Source: an optimization exercise on an open RTL-to-GDS flow (aim: small area, a short achievable clock period and few clock cycles per item). Production flows keep margins and buffers that such runs may drop. The RTL was checked by simulation tests, not by an equivalence proof against the original design. No activity file was given, so power comes from the tool's default toggle rates.

--- flow/design.v ---
module pe_row_unit #(
    parameter W = 2                       
) (
    input  wire              clk,
    input  wire              rst,         
    input  wire              in_valid,
    output wire              in_ready,
    input  wire [4:0]        in_k,
    input  wire [23:0]       in_miss,
    input  wire [24*8*W-1:0] in_data,
    output reg               out_valid,
    input  wire              out_ready,
    output wire [24*8*W-1:0] out_data,
    output reg  [2:0]        out_case,
    output reg               out_lost
);
    localparam LW = 8 * W;
    function [7:0] gf_mul(input [7:0] a, input [7:0] b);
        reg [7:0] p, aa;
        integer i;
        begin
            p  = 8'h00;
            aa = a;
            for (i = 0; i < 8; i = i + 1) begin
                if (b[i]) p = p ^ aa;
                aa = {aa[6:0], 1'b0} ^ (aa[7] ? 8'h1D : 8'h00);
            end
            gf_mul = p;
        end
    endfunction
    function [7:0] mul_gi(input [7:0] v, input [4:0] i);
        case (i)
            5'd0: mul_gi = {v[7], v[6], v[5], v[4], v[3], v[2], v[1], v[0]};
            5'd1: mul_gi = {v[6], v[5], v[4], v[3] ^ v[7], v[2] ^ v[7], v[1] ^ v[7], v[0], v[7]};
            5'd2: mul_gi = {v[5], v[4], v[3] ^ v[7], v[2] ^ v[6] ^ v[7], v[1] ^ v[6] ^ v[7], v[0] ^ v[6], v[7], v[6]};
            5'd3: mul_gi = {v[4], v[3] ^ v[7], v[2] ^ v[6] ^ v[7], v[1] ^ v[5] ^ v[6] ^ v[7], v[0] ^ v[5] ^ v[6], v[5] ^ v[7], v[6], v[5]};
            5'd4: mul_gi = {v[3] ^ v[7], v[2] ^ v[6] ^ v[7], v[1] ^ v[5] ^ v[6] ^ v[7], v[0] ^ v[4] ^ v[5] ^ v[6], v[4] ^ v[5] ^ v[7], v[4] ^ v[6], v[5], v[4]};
            5'd5: mul_gi = {v[2] ^ v[6] ^ v[7], v[1] ^ v[5] ^ v[6] ^ v[7], v[0] ^ v[4] ^ v[5] ^ v[6], v[3] ^ v[4] ^ v[5], v[3] ^ v[4] ^ v[6] ^ v[7], v[3] ^ v[5] ^ v[7], v[4], v[3] ^ v[7]};
            5'd6: mul_gi = {v[1] ^ v[5] ^ v[6] ^ v[7], v[0] ^ v[4] ^ v[5] ^ v[6], v[3] ^ v[4] ^ v[5], v[2] ^ v[3] ^ v[4], v[2] ^ v[3] ^ v[5] ^ v[6], v[2] ^ v[4] ^ v[6] ^ v[7], v[3] ^ v[7], v[2] ^ v[6] ^ v[7]};
            5'd7: mul_gi = {v[0] ^ v[4] ^ v[5] ^ v[6], v[3] ^ v[4] ^ v[5], v[2] ^ v[3] ^ v[4], v[1] ^ v[2] ^ v[3] ^ v[7], v[1] ^ v[2] ^ v[4] ^ v[5], v[1] ^ v[3] ^ v[5] ^ v[6], v[2] ^ v[6] ^ v[7], v[1] ^ v[5] ^ v[6] ^ v[7]};
            5'd8: mul_gi = {v[3] ^ v[4] ^ v[5], v[2] ^ v[3] ^ v[4], v[1] ^ v[2] ^ v[3] ^ v[7], v[0] ^ v[1] ^ v[2] ^ v[6], v[0] ^ v[1] ^ v[3] ^ v[4], v[0] ^ v[2] ^ v[4] ^ v[5] ^ v[7], v[1] ^ v[5] ^ v[6] ^ v[7], v[0] ^ v[4] ^ v[5] ^ v[6]};
            5'd9: mul_gi = {v[2] ^ v[3] ^ v[4], v[1] ^ v[2] ^ v[3] ^ v[7], v[0] ^ v[1] ^ v[2] ^ v[6], v[0] ^ v[1] ^ v[5], v[0] ^ v[2] ^ v[3] ^ v[7], v[1] ^ v[3] ^ v[4] ^ v[6] ^ v[7], v[0] ^ v[4] ^ v[5] ^ v[6], v[3] ^ v[4] ^ v[5]};
            5'd10: mul_gi = {v[1] ^ v[2] ^ v[3] ^ v[7], v[0] ^ v[1] ^ v[2] ^ v[6], v[0] ^ v[1] ^ v[5], v[0] ^ v[4] ^ v[7], v[1] ^ v[2] ^ v[6] ^ v[7], v[0] ^ v[2] ^ v[3] ^ v[5] ^ v[6], v[3] ^ v[4] ^ v[5], v[2] ^ v[3] ^ v[4]};
            5'd11: mul_gi = {v[0] ^ v[1] ^ v[2] ^ v[6], v[0] ^ v[1] ^ v[5], v[0] ^ v[4] ^ v[7], v[3] ^ v[6], v[0] ^ v[1] ^ v[5] ^ v[6] ^ v[7], v[1] ^ v[2] ^ v[4] ^ v[5] ^ v[7], v[2] ^ v[3] ^ v[4], v[1] ^ v[2] ^ v[3] ^ v[7]};
            5'd12: mul_gi = {v[0] ^ v[1] ^ v[5], v[0] ^ v[4] ^ v[7], v[3] ^ v[6], v[2] ^ v[5] ^ v[7], v[0] ^ v[4] ^ v[5] ^ v[6] ^ v[7], v[0] ^ v[1] ^ v[3] ^ v[4] ^ v[6], v[1] ^ v[2] ^ v[3] ^ v[7], v[0] ^ v[1] ^ v[2] ^ v[6]};
            5'd13: mul_gi = {v[0] ^ v[4] ^ v[7], v[3] ^ v[6], v[2] ^ v[5] ^ v[7], v[1] ^ v[4] ^ v[6] ^ v[7], v[3] ^ v[4] ^ v[5] ^ v[6], v[0] ^ v[2] ^ v[3] ^ v[5] ^ v[7], v[0] ^ v[1] ^ v[2] ^ v[6], v[0] ^ v[1] ^ v[5]};
            5'd14: mul_gi = {v[3] ^ v[6], v[2] ^ v[5] ^ v[7], v[1] ^ v[4] ^ v[6] ^ v[7], v[0] ^ v[3] ^ v[5] ^ v[6] ^ v[7], v[2] ^ v[3] ^ v[4] ^ v[5], v[1] ^ v[2] ^ v[4] ^ v[6] ^ v[7], v[0] ^ v[1] ^ v[5], v[0] ^ v[4] ^ v[7]};
            5'd15: mul_gi = {v[2] ^ v[5] ^ v[7], v[1] ^ v[4] ^ v[6] ^ v[7], v[0] ^ v[3] ^ v[5] ^ v[6] ^ v[7], v[2] ^ v[4] ^ v[5] ^ v[6], v[1] ^ v[2] ^ v[3] ^ v[4] ^ v[7], v[0] ^ v[1] ^ v[3] ^ v[5] ^ v[6], v[0] ^ v[4] ^ v[7], v[3] ^ v[6]};
            5'd16: mul_gi = {v[1] ^ v[4] ^ v[6] ^ v[7], v[0] ^ v[3] ^ v[5] ^ v[6] ^ v[7], v[2] ^ v[4] ^ v[5] ^ v[6], v[1] ^ v[3] ^ v[4] ^ v[5], v[0] ^ v[1] ^ v[2] ^ v[3] ^ v[6] ^ v[7], v[0] ^ v[2] ^ v[4] ^ v[5], v[3] ^ v[6], v[2] ^ v[5] ^ v[7]};
            5'd17: mul_gi = {v[0] ^ v[3] ^ v[5] ^ v[6] ^ v[7], v[2] ^ v[4] ^ v[5] ^ v[6], v[1] ^ v[3] ^ v[4] ^ v[5], v[0] ^ v[2] ^ v[3] ^ v[4], v[0] ^ v[1] ^ v[2] ^ v[5] ^ v[6] ^ v[7], v[1] ^ v[3] ^ v[4] ^ v[7], v[2] ^ v[5] ^ v[7], v[1] ^ v[4] ^ v[6] ^ v[7]};
            5'd18: mul_gi = {v[2] ^ v[4] ^ v[5] ^ v[6], v[1] ^ v[3] ^ v[4] ^ v[5], v[0] ^ v[2] ^ v[3] ^ v[4], v[1] ^ v[2] ^ v[3], v[0] ^ v[1] ^ v[4] ^ v[5] ^ v[6], v[0] ^ v[2] ^ v[3] ^ v[6], v[1] ^ v[4] ^ v[6] ^ v[7], v[0] ^ v[3] ^ v[5] ^ v[6] ^ v[7]};
            5'd19: mul_gi = {v[1] ^ v[3] ^ v[4] ^ v[5], v[0] ^ v[2] ^ v[3] ^ v[4], v[1] ^ v[2] ^ v[3], v[0] ^ v[1] ^ v[2], v[0] ^ v[3] ^ v[4] ^ v[5], v[1] ^ v[2] ^ v[5] ^ v[7], v[0] ^ v[3] ^ v[5] ^ v[6] ^ v[7], v[2] ^ v[4] ^ v[5] ^ v[6]};
            5'd20: mul_gi = {v[0] ^ v[2] ^ v[3] ^ v[4], v[1] ^ v[2] ^ v[3], v[0] ^ v[1] ^ v[2], v[0] ^ v[1], v[2] ^ v[3] ^ v[4] ^ v[7], v[0] ^ v[1] ^ v[4] ^ v[6] ^ v[7], v[2] ^ v[4] ^ v[5] ^ v[6], v[1] ^ v[3] ^ v[4] ^ v[5]};
            5'd21: mul_gi = {v[1] ^ v[2] ^ v[3], v[0] ^ v[1] ^ v[2], v[0] ^ v[1], v[0] ^ v[7], v[1] ^ v[2] ^ v[3] ^ v[6] ^ v[7], v[0] ^ v[3] ^ v[5] ^ v[6], v[1] ^ v[3] ^ v[4] ^ v[5], v[0] ^ v[2] ^ v[3] ^ v[4]};
            default: mul_gi = 8'h00;
        endcase
    endfunction
    function [7:0] exp_p(input [21:0] xh);
        begin
            exp_p[0] = |(xh & 22'h247101);
            exp_p[1] = |(xh & 22'h08E202);
            exp_p[2] = |(xh & 22'h35B504);
            exp_p[3] = |(xh & 22'h0F1B08);
            exp_p[4] = |(xh & 22'h3A4710);
            exp_p[5] = |(xh & 22'h348E20);
            exp_p[6] = |(xh & 22'h291C40);
            exp_p[7] = |(xh & 22'h123880);
        end
    endfunction
    function [7:0] exp_n(input [21:0] xh);
        begin
            exp_n[0] = |(xh & 22'h3E178D);
            exp_n[1] = |(xh & 22'h3F0BC6);
            exp_n[2] = |(xh & 22'h01926E);
            exp_n[3] = |(xh & 22'h3EDEBA);
            exp_n[4] = |(xh & 22'h2178D0);
            exp_n[5] = |(xh & 22'h30BC68);
            exp_n[6] = |(xh & 22'h385E34);
            exp_n[7] = |(xh & 22'h3C2F1A);
        end
    endfunction
    function [7:0] cq7(input [21:0] xh, input [21:0] yh);
        begin
            cq7[0] = (xh[0] & |(yh & 22'h29166C)) |
                (xh[1] & |(yh & 22'h3B08A8)) |
                (xh[2] & |(yh & 22'h38BA08)) |
                (xh[3] & |(yh & 22'h30A280)) |
                (xh[4] & |(yh & 22'h0B0600)) |
                (xh[5] & |(yh & 22'h123600)) |
                (xh[6] & |(yh & 22'h399000)) |
                (xh[7] & |(yh & 22'h215700)) |
                (xh[8] & |(yh & 22'h11FC00)) |
                (xh[9] & |(yh & 22'h221400)) |
                (xh[10] & |(yh & 22'h2E4000)) |
                (xh[11] & |(yh & 22'h304000)) |
                (xh[12] & |(yh & 22'h306000)) |
                (xh[13] & |(yh & 22'h244000)) |
                (xh[14] & |(yh & 22'h378000)) |
                (xh[15] & |(yh & 22'h010000)) |
                (xh[16] & |(yh & 22'h060000)) |
                (xh[17] & |(yh & 22'h280000)) |
                (xh[18] & |(yh & 22'h280000)) |
                (xh[20] & |(yh & 22'h200000));
            cq7[1] = (xh[0] & |(yh & 22'h1D8454)) |
                (xh[1] & |(yh & 22'h1C5D04)) |
                (xh[2] & |(yh & 22'h185140)) |
                (xh[3] & |(yh & 22'h058300)) |
                (xh[4] & |(yh & 22'h091B00)) |
                (xh[5] & |(yh & 22'h3CC800)) |
                (xh[6] & |(yh & 22'h30AB80)) |
                (xh[7] & |(yh & 22'h28FE00)) |
                (xh[8] & |(yh & 22'h310A00)) |
                (xh[9] & |(yh & 22'h372000)) |
                (xh[10] & |(yh & 22'h182000)) |
                (xh[11] & |(yh & 22'h183000)) |
                (xh[12] & |(yh & 22'h122000)) |
                (xh[13] & |(yh & 22'h1BC000)) |
                (xh[14] & |(yh & 22'h208000)) |
                (xh[15] & |(yh & 22'h030000)) |
                (xh[16] & |(yh & 22'h340000)) |
                (xh[17] & |(yh & 22'h140000)) |
                (xh[18] & |(yh & 22'h200000)) |
                (xh[19] & |(yh & 22'h300000));
            cq7[2] = (xh[0] & |(yh & 22'h0738EE)) |
                (xh[1] & |(yh & 22'h172008)) |
                (xh[2] & |(yh & 22'h1A7B88)) |
                (xh[3] & |(yh & 22'h342F00)) |
                (xh[4] & |(yh & 22'h356200)) |
                (xh[5] & |(yh & 22'h0A63C0)) |
                (xh[6] & |(yh & 22'h0DEF00)) |
                (xh[7] & |(yh & 22'h39D200)) |
                (xh[8] & |(yh & 22'h0A6C00)) |
                (xh[9] & |(yh & 22'h0E0400)) |
                (xh[10] & |(yh & 22'h025800)) |
                (xh[11] & |(yh & 22'h195000)) |
                (xh[12] & |(yh & 22'h3D8000)) |
                (xh[13] & |(yh & 22'h340000)) |
                (xh[14] & |(yh & 22'h360000)) |
                (xh[15] & |(yh & 22'h3B0000)) |
                (xh[16] & |(yh & 22'h0C0000)) |
                (xh[17] & |(yh & 22'h180000)) |
                (xh[18] & |(yh & 22'h100000)) |
                (xh[19] & |(yh & 22'h200000));
            cq7[3] = (xh[0] & |(yh & 22'h228668)) |
                (xh[1] & |(yh & 22'h36356C)) |
                (xh[2] & |(yh & 22'h02AD88)) |
                (xh[3] & |(yh & 22'h2A1380)) |
                (xh[4] & |(yh & 22'h0E37E0)) |
                (xh[5] & |(yh & 22'h34C180)) |
                (xh[6] & |(yh & 22'h057900)) |
                (xh[7] & |(yh & 22'h246100)) |
                (xh[8] & |(yh & 22'h16FE00)) |
                (xh[9] & |(yh & 22'h033800)) |
                (xh[10] & |(yh & 22'h02E800)) |
                (xh[11] & |(yh & 22'h2E8000)) |
                (xh[12] & |(yh & 22'h0A6000)) |
                (xh[13] & |(yh & 22'h1F4000)) |
                (xh[14] & |(yh & 22'h0A0000)) |
                (xh[15] & |(yh & 22'h270000)) |
                (xh[16] & |(yh & 22'h0A0000)) |
                (xh[18] & |(yh & 22'h180000)) |
                (xh[19] & |(yh & 22'h200000)) |
                (xh[20] & |(yh & 22'h200000));
            cq7[4] = (xh[0] & |(yh & 22'h120CDA)) |
                (xh[1] & |(yh & 22'h3A5E6C)) |
                (xh[2] & |(yh & 22'h2DB3C8)) |
                (xh[3] & |(yh & 22'h17B970)) |
                (xh[4] & |(yh & 22'h1166C0)) |
                (xh[5] & |(yh & 22'h308A80)) |
                (xh[6] & |(yh & 22'h0BA080)) |
                (xh[7] & |(yh & 22'h0A2800)) |
                (xh[8] & |(yh & 22'h306000)) |
                (xh[9] & |(yh & 22'h236000)) |
                (xh[10] & |(yh & 22'h190000)) |
                (xh[11] & |(yh & 22'h157000)) |
                (xh[12] & |(yh & 22'h1FC000)) |
                (xh[13] & |(yh & 22'h214000)) |
                (xh[14] & |(yh & 22'h240000)) |
                (xh[15] & |(yh & 22'h040000)) |
                (xh[16] & |(yh & 22'h060000)) |
                (xh[17] & |(yh & 22'h040000)) |
                (xh[18] & |(yh & 22'h380000)) |
                (xh[19] & |(yh & 22'h100000)) |
                (xh[20] & |(yh & 22'h200000));
            cq7[5] = (xh[0] & |(yh & 22'h3D2F36)) |
                (xh[1] & |(yh & 22'h36D9E4)) |
                (xh[2] & |(yh & 22'h0BDCB8)) |
                (xh[3] & |(yh & 22'h08B360)) |
                (xh[4] & |(yh & 22'h184540)) |
                (xh[5] & |(yh & 22'h05D040)) |
                (xh[6] & |(yh & 22'h051400)) |
                (xh[7] & |(yh & 22'h183000)) |
                (xh[8] & |(yh & 22'h11B000)) |
                (xh[9] & |(yh & 22'h0C8000)) |
                (xh[10] & |(yh & 22'h0AB800)) |
                (xh[11] & |(yh & 22'h0FE000)) |
                (xh[12] & |(yh & 22'h10A000)) |
                (xh[13] & |(yh & 22'h320000)) |
                (xh[14] & |(yh & 22'h020000)) |
                (xh[15] & |(yh & 22'h030000)) |
                (xh[16] & |(yh & 22'h220000)) |
                (xh[17] & |(yh & 22'h3C0000)) |
                (xh[18] & |(yh & 22'h080000)) |
                (xh[19] & |(yh & 22'h300000));
            cq7[6] = (xh[0] & |(yh & 22'h3B6CF2)) |
                (xh[1] & |(yh & 22'h25EE5C)) |
                (xh[2] & |(yh & 22'h2459B0)) |
                (xh[3] & |(yh & 22'h2C22A0)) |
                (xh[4] & |(yh & 22'h22E820)) |
                (xh[5] & |(yh & 22'h028A00)) |
                (xh[6] & |(yh & 22'h2C1800)) |
                (xh[7] & |(yh & 22'h08D800)) |
                (xh[8] & |(yh & 22'h264000)) |
                (xh[9] & |(yh & 22'h055C00)) |
                (xh[10] & |(yh & 22'h07F000)) |
                (xh[11] & |(yh & 22'h085000)) |
                (xh[12] & |(yh & 22'h390000)) |
                (xh[13] & |(yh & 22'h010000)) |
                (xh[14] & |(yh & 22'h018000)) |
                (xh[15] & |(yh & 22'h110000)) |
                (xh[16] & |(yh & 22'h1E0000)) |
                (xh[17] & |(yh & 22'h040000)) |
                (xh[18] & |(yh & 22'h180000)) |
                (xh[19] & |(yh & 22'h200000)) |
                (xh[20] & |(yh & 22'h200000));
            cq7[7] = (xh[0] & |(yh & 22'h32F72E)) |
                (xh[1] & |(yh & 22'h122CD8)) |
                (xh[2] & |(yh & 22'h361150)) |
                (xh[3] & |(yh & 22'h317410)) |
                (xh[4] & |(yh & 22'h214500)) |
                (xh[5] & |(yh & 22'h160C00)) |
                (xh[6] & |(yh & 22'h246C00)) |
                (xh[7] & |(yh & 22'h332000)) |
                (xh[8] & |(yh & 22'h02AE00)) |
                (xh[9] & |(yh & 22'h23F800)) |
                (xh[10] & |(yh & 22'h042800)) |
                (xh[11] & |(yh & 22'h1C8000)) |
                (xh[12] & |(yh & 22'h208000)) |
                (xh[13] & |(yh & 22'h20C000)) |
                (xh[14] & |(yh & 22'h088000)) |
                (xh[15] & |(yh & 22'h2F0000)) |
                (xh[16] & |(yh & 22'h020000)) |
                (xh[17] & |(yh & 22'h0C0000)) |
                (xh[18] & |(yh & 22'h100000)) |
                (xh[19] & |(yh & 22'h100000));
        end
    endfunction
    function [7:0] cp7(input [4:0] d);
        reg [21:0] dh;
        integer j;
        begin
            for (j = 0; j < 22; j = j + 1) dh[j] = (d == j);
            cp7[0] = |(dh & 22'h16E992);
            cp7[1] = |(dh & 22'h1D8454);
            cp7[2] = |(dh & 22'h0738EE);
            cp7[3] = |(dh & 22'h228668);
            cp7[4] = |(dh & 22'h120CDA);
            cp7[5] = |(dh & 22'h3D2F36);
            cp7[6] = |(dh & 22'h3B6CF2);
            cp7[7] = |(dh & 22'h32F72E);
        end
    endfunction
    wire advance = !out_valid || out_ready;
    assign in_ready = advance;
    always @(posedge clk) begin
        if (rst)          out_valid <= 1'b0;
        else if (advance) out_valid <= in_valid;
    end
    reg  [21:0]     member;        
    reg  [21:0]     dsec;          
    reg  [21:0]     dthr;          
    reg  [22*LW-1:0] md;           
    reg  [LW-1:0]   mp, mq;        
    reg  [LW-1:0]   ps, qs;        
    reg  [4:0]      x, y;
    reg  [21:0]     xh, yh;        
    reg             nd1, nd2, nd3, fillp;
    reg  [2:0]      cs;
    reg             lost;
    reg  [7:0]      cq, cp;
    integer i, b;
    reg  [8*64-1:0] qg;            
    always @* begin
        for (i = 0; i < 22; i = i + 1) begin
            member[i] = (i < in_k);
            md[i*LW +: LW] = ((i < in_k) && !in_miss[i]) ? in_data[i*LW +: LW] : {LW{1'b0}};
        end
        mq = in_miss[23] ? {LW{1'b0}} : in_data[23*LW +: LW];
        dsec = in_miss[21:0] & (in_miss[21:0] - 22'd1);
        xh = in_miss[21:0] & ~dsec;
        yh = dsec & ~(dsec & (dsec - 22'd1));
        dthr = dsec & (dsec - 22'd1);
        x = 5'd0; y = 5'd0;
        for (i = 0; i < 22; i = i + 1) begin
            if (xh[i]) x = x | i;
            if (yh[i]) y = y | i;
        end
        nd1 = |(xh & member);
        nd2 = |(yh & member);
        nd3 = |(dthr & member);
        ps = in_miss[22] ? {LW{1'b0}} : in_data[22*LW +: LW];
        for (i = 0; i < 22; i = i + 1)
            ps = ps ^ md[i*LW +: LW];
        for (b = 0; b < W; b = b + 1) begin
            qg[8*0 +: 8] = md[0*LW + 8*b +: 8];
            qg[8*1 +: 8] = md[1*LW + 8*b +: 8];
            qg[8*2 +: 8] = md[2*LW + 8*b +: 8];
            qg[8*3 +: 8] = md[3*LW + 8*b +: 8];
            qg[8*4 +: 8] = md[4*LW + 8*b +: 8];
            qg[8*5 +: 8] = md[5*LW + 8*b +: 8];
            qg[8*6 +: 8] = md[6*LW + 8*b +: 8];
            qg[8*7 +: 8] = md[7*LW + 8*b +: 8];
            qg[8*8 +: 8] = md[8*LW + 8*b +: 8];
            qg[8*9 +: 8] = md[9*LW + 8*b +: 8];
            qg[8*10 +: 8] = md[10*LW + 8*b +: 8];
            qg[8*11 +: 8] = md[11*LW + 8*b +: 8];
            qg[8*12 +: 8] = md[12*LW + 8*b +: 8];
            qg[8*13 +: 8] = md[13*LW + 8*b +: 8];
            qg[8*14 +: 8] = md[14*LW + 8*b +: 8];
            qg[8*15 +: 8] = md[15*LW + 8*b +: 8];
            qg[8*16 +: 8] = md[16*LW + 8*b +: 8];
            qg[8*17 +: 8] = md[17*LW + 8*b +: 8];
            qg[8*18 +: 8] = md[18*LW + 8*b +: 8];
            qg[8*19 +: 8] = md[19*LW + 8*b +: 8];
            qg[8*20 +: 8] = md[20*LW + 8*b +: 8];
            qg[8*21 +: 8] = md[21*LW + 8*b +: 8];
            qg[8*22 +: 8] = qg[8*0 +: 8] ^ mul_gi(qg[8*1 +: 8], 5'd1);
            qg[8*23 +: 8] = qg[8*2 +: 8] ^ mul_gi(qg[8*3 +: 8], 5'd1);
            qg[8*24 +: 8] = qg[8*4 +: 8] ^ mul_gi(qg[8*5 +: 8], 5'd1);
            qg[8*25 +: 8] = qg[8*6 +: 8] ^ mul_gi(qg[8*7 +: 8], 5'd1);
            qg[8*26 +: 8] = qg[8*8 +: 8] ^ mul_gi(qg[8*9 +: 8], 5'd1);
            qg[8*27 +: 8] = qg[8*10 +: 8] ^ mul_gi(qg[8*11 +: 8], 5'd1);
            qg[8*28 +: 8] = qg[8*12 +: 8] ^ mul_gi(qg[8*13 +: 8], 5'd1);
            qg[8*29 +: 8] = qg[8*14 +: 8] ^ mul_gi(qg[8*15 +: 8], 5'd1);
            qg[8*30 +: 8] = qg[8*16 +: 8] ^ mul_gi(qg[8*17 +: 8], 5'd1);
            qg[8*31 +: 8] = qg[8*18 +: 8] ^ mul_gi(qg[8*19 +: 8], 5'd1);
            qg[8*32 +: 8] = qg[8*20 +: 8] ^ mul_gi(qg[8*21 +: 8], 5'd1);
            qg[8*33 +: 8] = qg[8*22 +: 8] ^ mul_gi(qg[8*23 +: 8], 5'd2);
            qg[8*34 +: 8] = qg[8*24 +: 8] ^ mul_gi(qg[8*25 +: 8], 5'd2);
            qg[8*35 +: 8] = qg[8*26 +: 8] ^ mul_gi(qg[8*27 +: 8], 5'd2);
            qg[8*36 +: 8] = qg[8*28 +: 8] ^ mul_gi(qg[8*29 +: 8], 5'd2);
            qg[8*37 +: 8] = qg[8*30 +: 8] ^ mul_gi(qg[8*31 +: 8], 5'd2);
            qg[8*38 +: 8] = qg[8*33 +: 8] ^ mul_gi(qg[8*34 +: 8], 5'd4);
            qg[8*39 +: 8] = qg[8*35 +: 8] ^ mul_gi(qg[8*36 +: 8], 5'd4);
            qg[8*40 +: 8] = qg[8*37 +: 8] ^ mul_gi(qg[8*32 +: 8], 5'd4);
            qg[8*41 +: 8] = qg[8*38 +: 8] ^ mul_gi(qg[8*39 +: 8], 5'd8);
            qg[8*42 +: 8] = qg[8*41 +: 8] ^ mul_gi(qg[8*40 +: 8], 5'd16);
            qs[8*b +: 8] = mq[8*b +: 8] ^ qg[8*42 +: 8];
        end
        fillp = nd1 && !nd2 && !in_miss[22];
        for (i = 0; i < 22; i = i + 1)
            if (fillp && xh[i]) md[i*LW +: LW] = ps;
        mp = !in_miss[22] ? in_data[22*LW +: LW] : !nd1 ? ps : {LW{1'b0}};
        lost = nd3 || (nd2 && (in_miss[22] || in_miss[23])) ||
               (nd1 && in_miss[22] && in_miss[23]);
        cs = 3'd0;
        if (!lost) begin
            if (!nd1)
                cs = (in_miss[22] && in_miss[23]) ? 3'd4 : in_miss[22] ? 3'd1 :
                     in_miss[23] ? 3'd2 : 3'd0;
            else if (!nd2)
                cs = in_miss[22] ? 3'd6 : in_miss[23] ? 3'd5 : 3'd3;
            else
                cs = 3'd7;
        end
        cq = 8'h00; cp = 8'h00;
        case (cs)
            3'd2, 3'd4: cq = 8'h01;
            3'd5: begin cq = 8'h01; cp = exp_p(xh); end
            3'd6: cq = exp_n(xh);
            3'd7: begin cq = cq7(xh, yh); cp = cp7(y - x); end
            default: ;
        endcase
    end
    reg  [22*LW-1:0] r_md;
    reg  [LW-1:0]    r_mp, r_mq, r_ps, r_qs;
    reg  [7:0]       r_cq, r_cp;
    reg  [4:0]       r_x, r_y;
    wire r_hx = (out_case == 3'd6) || (out_case == 3'd7);      
    wire r_hy = (out_case == 3'd7);                            
    wire r_pu = (out_case == 3'd6);                            
    wire r_qv = (out_case == 3'd2) || (out_case == 3'd4) || (out_case == 3'd5);
    always @(posedge clk) begin
        if (advance) begin
            r_md <= md;
            r_mp <= mp;
            r_mq <= mq;
            r_ps <= ps;
            r_qs <= qs;
            r_cq <= cq;
            r_cp <= cp;
            r_x  <= x;
            r_y  <= y;
            out_case <= cs;
            out_lost <= lost;
        end
    end
    reg [LW-1:0]     v, u;
    reg [8*8-1:0]    qx, px;       
    reg [8*16-1:0]   t;            
    reg [24*LW-1:0]  od;
    always @* begin
        for (b = 0; b < W; b = b + 1) begin
            for (i = 0; i < 8; i = i + 1) begin
                qx[8*i +: 8] = mul_gi(r_qs[8*b +: 8], i);
                px[8*i +: 8] = mul_gi(r_ps[8*b +: 8], i);
                t[8*i +: 8]     = r_cq[i] ? qx[8*i +: 8] : 8'h00;
                t[8*(8+i) +: 8] = r_cp[i] ? px[8*i +: 8] : 8'h00;
            end
            v[8*b +: 8] = (((t[8*0 +: 8] ^ t[8*1 +: 8]) ^ (t[8*2 +: 8] ^ t[8*3 +: 8])) ^
                           ((t[8*4 +: 8] ^ t[8*5 +: 8]) ^ (t[8*6 +: 8] ^ t[8*7 +: 8]))) ^
                          (((t[8*8 +: 8] ^ t[8*9 +: 8]) ^ (t[8*10 +: 8] ^ t[8*11 +: 8])) ^
                           ((t[8*12 +: 8] ^ t[8*13 +: 8]) ^ (t[8*14 +: 8] ^ t[8*15 +: 8])));
            u[8*b +: 8] = ((((r_ps[8*b +: 8] ^ t[8*0 +: 8]) ^ t[8*1 +: 8]) ^ (t[8*2 +: 8] ^ t[8*3 +: 8])) ^
                           ((t[8*4 +: 8] ^ t[8*5 +: 8]) ^ (t[8*6 +: 8] ^ t[8*7 +: 8]))) ^
                          (((t[8*8 +: 8] ^ t[8*9 +: 8]) ^ (t[8*10 +: 8] ^ t[8*11 +: 8])) ^
                           ((t[8*12 +: 8] ^ t[8*13 +: 8]) ^ (t[8*14 +: 8] ^ t[8*15 +: 8])));
        end
        for (i = 0; i < 22; i = i + 1)
            od[i*LW +: LW] = r_md[i*LW +: LW]
                           | ((r_hx && r_x == i) ? v : {LW{1'b0}})
                           | ((r_hy && r_y == i) ? u : {LW{1'b0}});
        od[22*LW +: LW] = r_mp | (r_pu ? u : {LW{1'b0}});
        od[23*LW +: LW] = r_mq | (r_qv ? v : {LW{1'b0}});
    end
    assign out_data = od;
endmodule
--- flow/flow/run.sh ---
#!/bin/bash
# The standard layout, with plain buf_1 cells as the port buffers and
# timing repair aiming at 6.6 ns of setup slack (about a 6.4 ns clock),
# so that the achieved period is pushed below the 13 ns constraint.
set -euo pipefail
bash standard.sh "BUFFER_PORTS_ARGS=-buffer_cell sky130_fd_sc_hd__buf_1" \
    "SETUP_SLACK_MARGIN=6.6" "TNS_END_PERCENT=100" finish > standard_flow.log 2>&1
--- flow/standard.sh ---
#!/bin/bash
# synth_recipe.tcl (not shown) runs the flow's synth.tcl, then flattens the netlist and writes it again
# the make line also repeats each setting of config.mk as NAME=value (left out here)
make -C /OpenROAD-flow-scripts/flow DESIGN_CONFIG=/design/flow/config.mk WORK_HOME=/design/flow/orfs CLKGATE_MAP_FILE= SYNTH_SCRIPT=/design/flow/synth_recipe.tcl "${@:-finish}"
--- flow/config.mk ---
export PLATFORM = sky130hd
export DESIGN_NAME = pe_row_unit
export DESIGN_NICKNAME = pe_row_unit
export VERILOG_FILES = /design/flow/design.v
export SDC_FILE = /design/flow/constraint.sdc
export NUM_CORES = 4
export LEC_CHECK = 0
export CAP_MARGIN = 20
export CORE_MARGIN = 2
export CORE_UTILIZATION = 40
export PLACE_DENSITY = 0.6
export SLEW_MARGIN = 20
--- flow/constraint.sdc ---
create_clock -name core_clock -period 13.0 [get_ports {clk}]
set_input_delay 2.6000 -clock core_clock [delete_from_list [all_inputs] [get_ports {clk}]]
set_output_delay 2.6000 -clock core_clock [all_outputs]
set_load 0.01 [all_outputs]
==> results.sh, run 1 <==
export IMPL_status="no timing/DRC/antenna violations"
export IMPL_grt_pass1_vias=45500
export IMPL_dieWidth_um=325
export IMPL_yosysSeqAreaShare_pct=32.5
export IMPL_fill_cells=9554
export IMPL_synth_area_leaders="edfxtp_1, xnor2_1, nand2_1, o21ai_0, xor2_1"
export IMPL_p_per_area_nw_per_um2=354
export IMPL_port_buffer_count=806
export IMPL_antenna_found_initial=39
export IMPL_postSynthCellCount=4942
export IMPL_fin_worst_skew_ns=0.0486
export IMPL_yosys_warnings=1
export IMPL_crit_type="in2reg"
export IMPL_finalSetupTns_ns=0
export IMPL_synth_fp_nets=5364
export IMPL_fin_nets=6337
export IMPL_dr_pass1_iters=9
export IMPL_htreeDepth=2
export IMPL_relSlewSlack_pct=15.3
export IMPL_root_buffer="clkbuf_16"
export IMPL_grt_max_degree=155
export IMPL_place_gp_congestion=1.10
export IMPL_synth_area_um2=41300
export IMPL_synth_area_leader_cell="edfxtp_1"
export IMPL_r2r_start="out_valid$_SDFFE_PP0P_"
export IMPL_min_from="out_valid$_SDFFE_PP0P_"
export IMPL_wl_per_cell_um=43.2
export IMPL_insertion_delay_ns=0.70
export IMPL_finalCriticalPeriod_ns=6.68
export IMPL_post_dp_hpwl_um=237000
export IMPL_synth_top_area_share_pct=32.4
export IMPL_postRouteAntennaNets=0
export IMPL_drt_iter0_drc=9801
export IMPL_die_h_um=325
export IMPL_vdd_drop_max_v=0.00101
export IMPL_synth_most_common_cell="xnor2_1"
export IMPL_ys_seq_elements=447
export IMPL_via_count=51800
export IMPL_rows=117
export IMPL_coreArea_um2=102000
export IMPL_grt_overflow=0
export IMPL_drive_gt1_share_pct=19.4
export IMPL_worstMarginPinSlew_ns=1.26
export IMPL_whs_path_depth=1
export IMPL_synth_edf_count=446
export IMPL_grt_first_pass_wirelength_um=404000
export IMPL_critPathCaptureType="flip-flop"
export IMPL_p_total_w=0.0196
export IMPL_cts_tree="yes"
export IMPL_r2r_cells=2
export IMPL_viasPerCell=7.06
export IMPL_p_leak_nw=20.1
export IMPL_finalCritPeriodShare_pct=51.4
export IMPL_io_pins=807
export IMPL_cts_buffer_depth=3
export IMPL_syn_mean_instance_area_um2=8.36
export IMPL_initial_core_util_pct=40.5
export IMPL_path_clk_slew_ns=0.07
export IMPL_final_setup_viol_count=0
export IMPL_path_max_fanout=34
export IMPL_layout_area_overhead_vs_synth_pct=33.8
export IMPL_hp_class="reg2reg"
export IMPL_ys_types=94
export IMPL_fmaxAchievable_mhz=150
export IMPL_worstPathRequired_ns=13.49
export IMPL_track_usage_pct=55.8
export IMPL_crit_path_start="in_miss[0]"
export IMPL_hold_viol_final=0
export IMPL_numCtsBuffers=55
export IMPL_synthTopCellsByCount="xnor2_1, nand2_1, o21ai_0"
export IMPL_arrival_ns=7.17
export IMPL_rsz0062_at_grt="true"
export IMPL_drc_errors=0
export IMPL_cts_hold_buf=0
export IMPL_drt_total_wl_um=318000
export IMPL_fp_dieArea_um2=106000
export IMPL_clock_sinks=447
export IMPL_synth_ff_type="edfxtp_1"
export IMPL_cap_viol_max_count=0
export IMPL_final_max_slew_viol_count=0
export IMPL_startpoint_type="input port"
export IMPL_postSynth_asyncResetShare_pct=0
[layer usage]
metal	up-vias	global-route usage, %	wire [µm]
li1	19500	-	-
met3	1424	27.4	59700
met1	25000	71.6	112000
met4	30	36.8	29300
met2	5864	72.9	116000
met5	-	0	357
[worst max-delay path, stage by stage]
cell,delay (ns)
buf_1,0.12
buf_8,0.26
nor4_4,0.06
buf_6,0.15
and3_4,0.21
bufbuf_16,0.29
buf_4,0.16
nand3_1,0.09
buf_6,0.38
nand3_1,0.30
or3_1,0.55
inv_1,0.10
ha_1,0.33
a21oi_4,0.25
xnor2_4,0.14
buf_12,0.15
xor2_4,0.18
or3_4,0.39
a21boi_2,0.16
o21a_1,0.11
o22ai_1,0.12
[path summary, 6_finish.rpt]
path,endpoint,slack [ns]
max reg2reg,r_md[54]$_DFFE_PP_,10.52
min reg2reg,r_md[232]$_DFFE_PP_,1.17
min,r_md[232]$_DFFE_PP_,1.17
max,r_cp[0]$_DFFE_PP_,6.32
[flip-flops by register name, summed over array words and instances, names as in the netlist]
name       cells
out_case       3
out_lost       1
out_valid      1
r_cp           8
r_cq           8
r_md         352
r_mp          16
r_mq          16
r_ps          16
r_qs          16
r_x            5
r_y            5
[logic make-up after synthesis]
group	share of synthesized area, %
flops	32.5
compound gates	21.2
fa+ha+maj	0.366
mux	0.294
buf+inv	4.02
xor+xnor	26.6
simple gates	15.1
[metrics by stage]
step                std cells  hold WS (ns)  area (µm²)  setup slack, ns  util [%]
floorplan                4942          2.67       41500             4.71         -
global placement         6922          1.10       46600             4.27      45.6
detailed placement       6922          1.11       46600             4.26      45.6
CTS                      7231          1.11       52600             6.48      51.5
global route             7334          1.15       55300             6.31      54.1
finish                   7344          1.17       55300             6.32      54.1
[cell usage in the layout (no fill, tap or decap), types with 28 or more instances in the layout]
cell / instances
a21o_1: 33
a21oi_1: 280
a221o_1: 161
a31oi_1: 47
buf_1: 719
buf_12: 61
buf_4: 344
buf_6: 51
clkbuf_16: 65
clkbuf_2: 51
edfxtp_1: 446
inv_1: 49
nand2_1: 790
nand2_2: 36
nand3_1: 53
nand4_1: 28
nor2_1: 139
nor2_2: 37
nor2b_1: 33
nor3_1: 61
o21ai_0: 445
o21ai_1: 81
o21ai_2: 60
o21ai_4: 30
o22ai_1: 48
xnor2_1: 802
xnor2_2: 99
xor2_1: 244
[layout make-up]
class                   count  area [µm²]  share of cell area [%]
diodes                     15        37.5                  0.0679
clock buffers              69        1430                    2.58
clock inverters            34         312                   0.563
inverters                  56         225                   0.407
multi-input cells        4073       29900                    54.1
flip-flops and latches    447       13400                    24.3
well taps                1368        1710                    3.10
repair buffers           1282        8240                    14.9
[what timing repair did]
| item | in CTS | in global routing |
|---|---|---|
| setup endpoints to repair | 776 | 662 |
| pin swaps | 85 | 127 |
| gates cloned | 16 | 13 |
| gates resized for setup | 553 | 419 |
| buffers inserted | 190 | 85 |
[power breakdown]
group          internal, W  switching, W
Clock             0.000877      0.000716
Combinational      0.00588        0.0101
Sequential         0.00188      0.000126
Testbench counts, summed over its fixed seeds: cycles 24,008, items 24,000.
==> inputs of run 2 (changes only) <==
==> flow/flow/run.sh (replaced) <==
#!/bin/bash
# The standard layout, with plain buf_1 cells as the port buffers and
# timing repair aiming at 6.4 ns of setup slack (about a 6.6 ns clock),
# so that the achieved period is pushed below the 13 ns constraint.
set -euo pipefail
bash standard.sh "BUFFER_PORTS_ARGS=-buffer_cell sky130_fd_sc_hd__buf_1" \
    "SETUP_SLACK_MARGIN=6.4" "TNS_END_PERCENT=100" finish > standard_flow.log 2>&1
--- a/flow/config.mk
+++ b/flow/config.mk
@@ -9,4 +9,5 @@
 export CORE_MARGIN = 2
 export CORE_UTILIZATION = 40
+export CTS_BUF_LIST = sky130_fd_sc_hd__clkbuf_8
 export PLACE_DENSITY = 0.6
 export SLEW_MARGIN = 20
==> results.sh, run 2 <==
export IMPL_p_leak_nw=19.4
export IMPL_r2r_start="out_valid$_SDFFE_PP0P_"
export IMPL_hold_viol_final=0
export IMPL_whs_ns=0.807
export IMPL_synth_top_area_share_pct=32.4
export IMPL_grt_first_pass_wirelength_um=405000
export IMPL_io_pins=807
export IMPL_coreArea_um2=102000
export IMPL_insertion_delay_ns=0.79
export IMPL_cts_tree="yes"
export IMPL_fin_nets=6320
export IMPL_ys_seq_elements=447
export IMPL_root_buffer="clkbuf_8"
export IMPL_worstMarginPinSlew_ns=1.31
export IMPL_final_common_cell="xnor2_1"
export IMPL_largest_reg_flops=352
export IMPL_antenna_found_initial=48
export IMPL_finalCriticalPeriod_ns=6.83
export IMPL_dieWidth_um=325
export IMPL_cts_buffer_depth=3
export IMPL_synth_area_um2=41300
export IMPL_fin_worst_skew_ns=0.0254
export IMPL_finalCritPeriodShare_pct=52.5
export IMPL_place_gp_congestion=1.10
export IMPL_layout_area_overhead_vs_synth_pct=30.2
export IMPL_worstPathRequired_ns=13.59
export IMPL_ff2ff_setup_slack_ns=9.98
export IMPL_synth_fp_nets=5364
export IMPL_path_max_fanout=21
export IMPL_postSynthCellCount=4942
export IMPL_crit_type="in2reg"
export IMPL_rows=117
export IMPL_synth_most_common_cell="xnor2_1"
export IMPL_synthTopCellsByCount="xnor2_1, nand2_1, o21ai_0"
export IMPL_viasPerCell=7.03
export IMPL_die_h_um=325
export IMPL_track_usage_pct=56.2
export IMPL_port_buffer_count=806
export IMPL_post_dp_hpwl_um=239000
export IMPL_dr_pass1_iters=12
export IMPL_startpoint_type="input port"
export IMPL_relSlewSlack_pct=12.7
export IMPL_regToRegEndpoint="r_md[164]$_DFFE_PP_"
export IMPL_status="no timing/DRC/antenna violations"
export IMPL_cp_endpoint="r_md[225]$_DFFE_PP_"
export IMPL_p_per_area_nw_per_um2=363
export IMPL_synth_edf_count=446
export IMPL_final_setup_viol_count=0
export IMPL_synth_area_leader_cell="edfxtp_1"
export IMPL_wl_per_cell_um=43.5
export IMPL_path_clk_slew_ns=0.06
export IMPL_grt_pass1_vias=45100
export IMPL_drt_iter0_drc=10900
export IMPL_drive_gt1_share_pct=16.6
export IMPL_grt_max_degree=165
export IMPL_mostFrequentLayoutCells="xnor2_1, nand2_1, buf_1, o21ai_0, edfxtp_1"
export IMPL_clock_sinks=447
export IMPL_postRouteAntennaNets=0
export IMPL_drt_total_wl_um=321000
export IMPL_htreeDepth=3
export IMPL_fmaxAchievable_mhz=146
export IMPL_grt_overflow=0
export IMPL_initial_core_util_pct=40.5
export IMPL_hp_class="reg2reg"
export IMPL_finalSetupTns_ns=0
export IMPL_crit_path_start="in_miss[22]"
export IMPL_drc_errors=0
export IMPL_arrival_ns=7.42
export IMPL_vdd_drop_max_v=0.000744
export IMPL_synth_ff_type="edfxtp_1"
export IMPL_yosysSeqAreaShare_pct=32.5
export IMPL_yosys_warnings=1
export IMPL_numCtsBuffers=83
export IMPL_r2r_cells=3
export IMPL_max_flop_register="r_md"
export IMPL_p_total_w=0.0195
export IMPL_rsz0062_at_grt="true"
export IMPL_fp_dieArea_um2=106000
export IMPL_cts_hold_buf=0
export IMPL_ys_types=94
export IMPL_synth_area_leaders="edfxtp_1, xnor2_1, nand2_1, o21ai_0, xor2_1"
export IMPL_via_count=51800
export IMPL_postSynth_asyncResetShare_pct=0
export IMPL_final_max_slew_viol_count=0
export IMPL_critPathCaptureType="flip-flop"
export IMPL_cap_viol_max_count=0
export IMPL_syn_mean_instance_area_um2=8.36
[run 2: cell types whose count changed in the layout (fill, tap and decap cells not counted), sizes merged, moves of 3 or more]
cell and change:
diode +17, bufbuf -4, clkbuf -17, clkinv +9, bufinv -3, or2 -3, buf -8, inv +32
[run 2: critical path, stage by stage]
cell	delay [ns]
buf_1	0.06
buf_4	0.39
clkinv_1	0.59
buf_4	0.42
nand2_1	0.27
xor2_1	0.62
xnor2_1	0.16
xnor2_1	0.24
xnor2_1	0.17
xnor2_1	0.13
xnor2_2	0.66
nand2_2	0.64
o21ai_0	0.38
[run 2: worst min-delay path by stage]
| stage | from | to | slack (ns) | cells past startpoint |
|---|---|---|---|---|
| 6_report | out_valid$_SDFFE_PP0P_ | out_valid$_SDFFE_PP0P_ | 0.81 | 2 |
| 5_1_grt | out_valid$_SDFFE_PP0P_ | out_valid$_SDFFE_PP0P_ | 0.83 | 2 |
| 4_1_cts | out_valid$_SDFFE_PP0P_ | out_valid$_SDFFE_PP0P_ | 0.78 | 2 |
| 3_5_place_dp | out_valid$_SDFFE_PP0P_ | out_valid$_SDFFE_PP0P_ | 0.78 | 2 |
| 3_3_place_gp | out_valid$_SDFFE_PP0P_ | out_valid$_SDFFE_PP0P_ | 0.77 | 2 |
| 2_1_floorplan | rst | out_valid$_SDFFE_PP0P_ | 2.67 | 1 |
[run 2: cell families (layout without fill, tap and decap cells)]
| kind of cell | Yosys count | in the layout | synth area share (%) |
|---|---|---|---|
| and+or+nand+nor | 1412 | 1413 | 15.1 |
| muxes | 12 | 12 | 0.294 |
| xor gates and xnor gates | 1227 | 1231 | 26.6 |
| AOI/OAI and AO/OA | 1402 | 1402 | 21.2 |
| buffers and inverters | 429 | 1449 | 4.02 |
| other | 0 | 32 | 0 |
| adders and majority gates | 13 | 13 | 0.366 |
| DFF | 447 | 447 | 32.5 |
[run 2: final cells by class]
type	instances	area (µm²)
repair buffers	1239	7690
clock inverters	71	398
multi-input cells	4071	29100
flip-flops and latches	447	13400
clock buffers	83	1140
well taps	1368	1710
fillers	9621	48400
inverters	56	228
diodes	32	80.1
[run 2: routing by layer]
metal  track usage (%)  vias up  routed length (µm)  part of all wire [%]
met5              2.45        -                 696                  0.22
met4              36.8       34               29200                   9.1
met3              28.4     1511               59400                    19
met2              73.7     5955              118000                    37
met1              71.4    24800              113000                    35
li1                  -    19500                   -                     -
[run 2: metrics by stage]
step	utilization [%]	instances	cell area (µm²)	setup WS, ns
after floorplan	-	4942	41500	4.71
after global routing	52.6	7348	53800	6.24
after global placement	45.7	6928	46700	4.11
after CTS	50.1	7224	51200	6.34
final	52.7	7367	53800	6.17
after detailed placement	45.7	6928	46700	4.10
[run 2: what timing repair did]
item | 4_1_cts | 5_1_grt
endpoints found under the setup margin | 757 | 672
pin swaps | 43 | 114
gates resized for setup | 417 | 280
cloned | 11 | 14
buffers inserted | 131 | 97
hold endpoints to repair | 0 | 0
[run 2: power breakdown]
| part | leakage (nW) | internal [W] | switching, W |
|---|---|---|---|
| combinational | 13.5 | 0.00582 | 0.0103 |
| sequential | 5.02 | 0.00188 | 0.000120 |
| clock | 0.900 | 0.000646 | 0.000741 |
| total | 19.4 | 0.00834 | 0.0112 |

## port drivers added, routing unchanged
Ports are ideal in the flow. The routed layouts listed here were re-timed in OpenROAD.
Step 1, drivers: a clkbuf_16 drives clk and a buf_2 each remaining input, both assumed.
Step 2, shift: input delay + t, output delay - t, t = (earliest + latest rising clock arrival at the registers) / 2. This alone moves slack from input paths to output paths.
Slacks: no drivers / after step 1 / after step 2; pairs: no drivers / after step 1.
| run | t (ns) | slack for setup (ns) | latest minus earliest clock arrival (ns) |
|---|---|---|---|
| run 1 | 0.748 | 6.321 / 6.316 / 5.626 | 0.049 / 0.049 |
| run 2 | 0.863 | 6.170 / 6.181 / 5.359 | 0.047 / 0.048 |
After both steps every run listed still meets setup and hold. For run 2, which loses most, drivers alone change the setup slack by +0.011 ns; drivers and shift together by -0.811 ns.
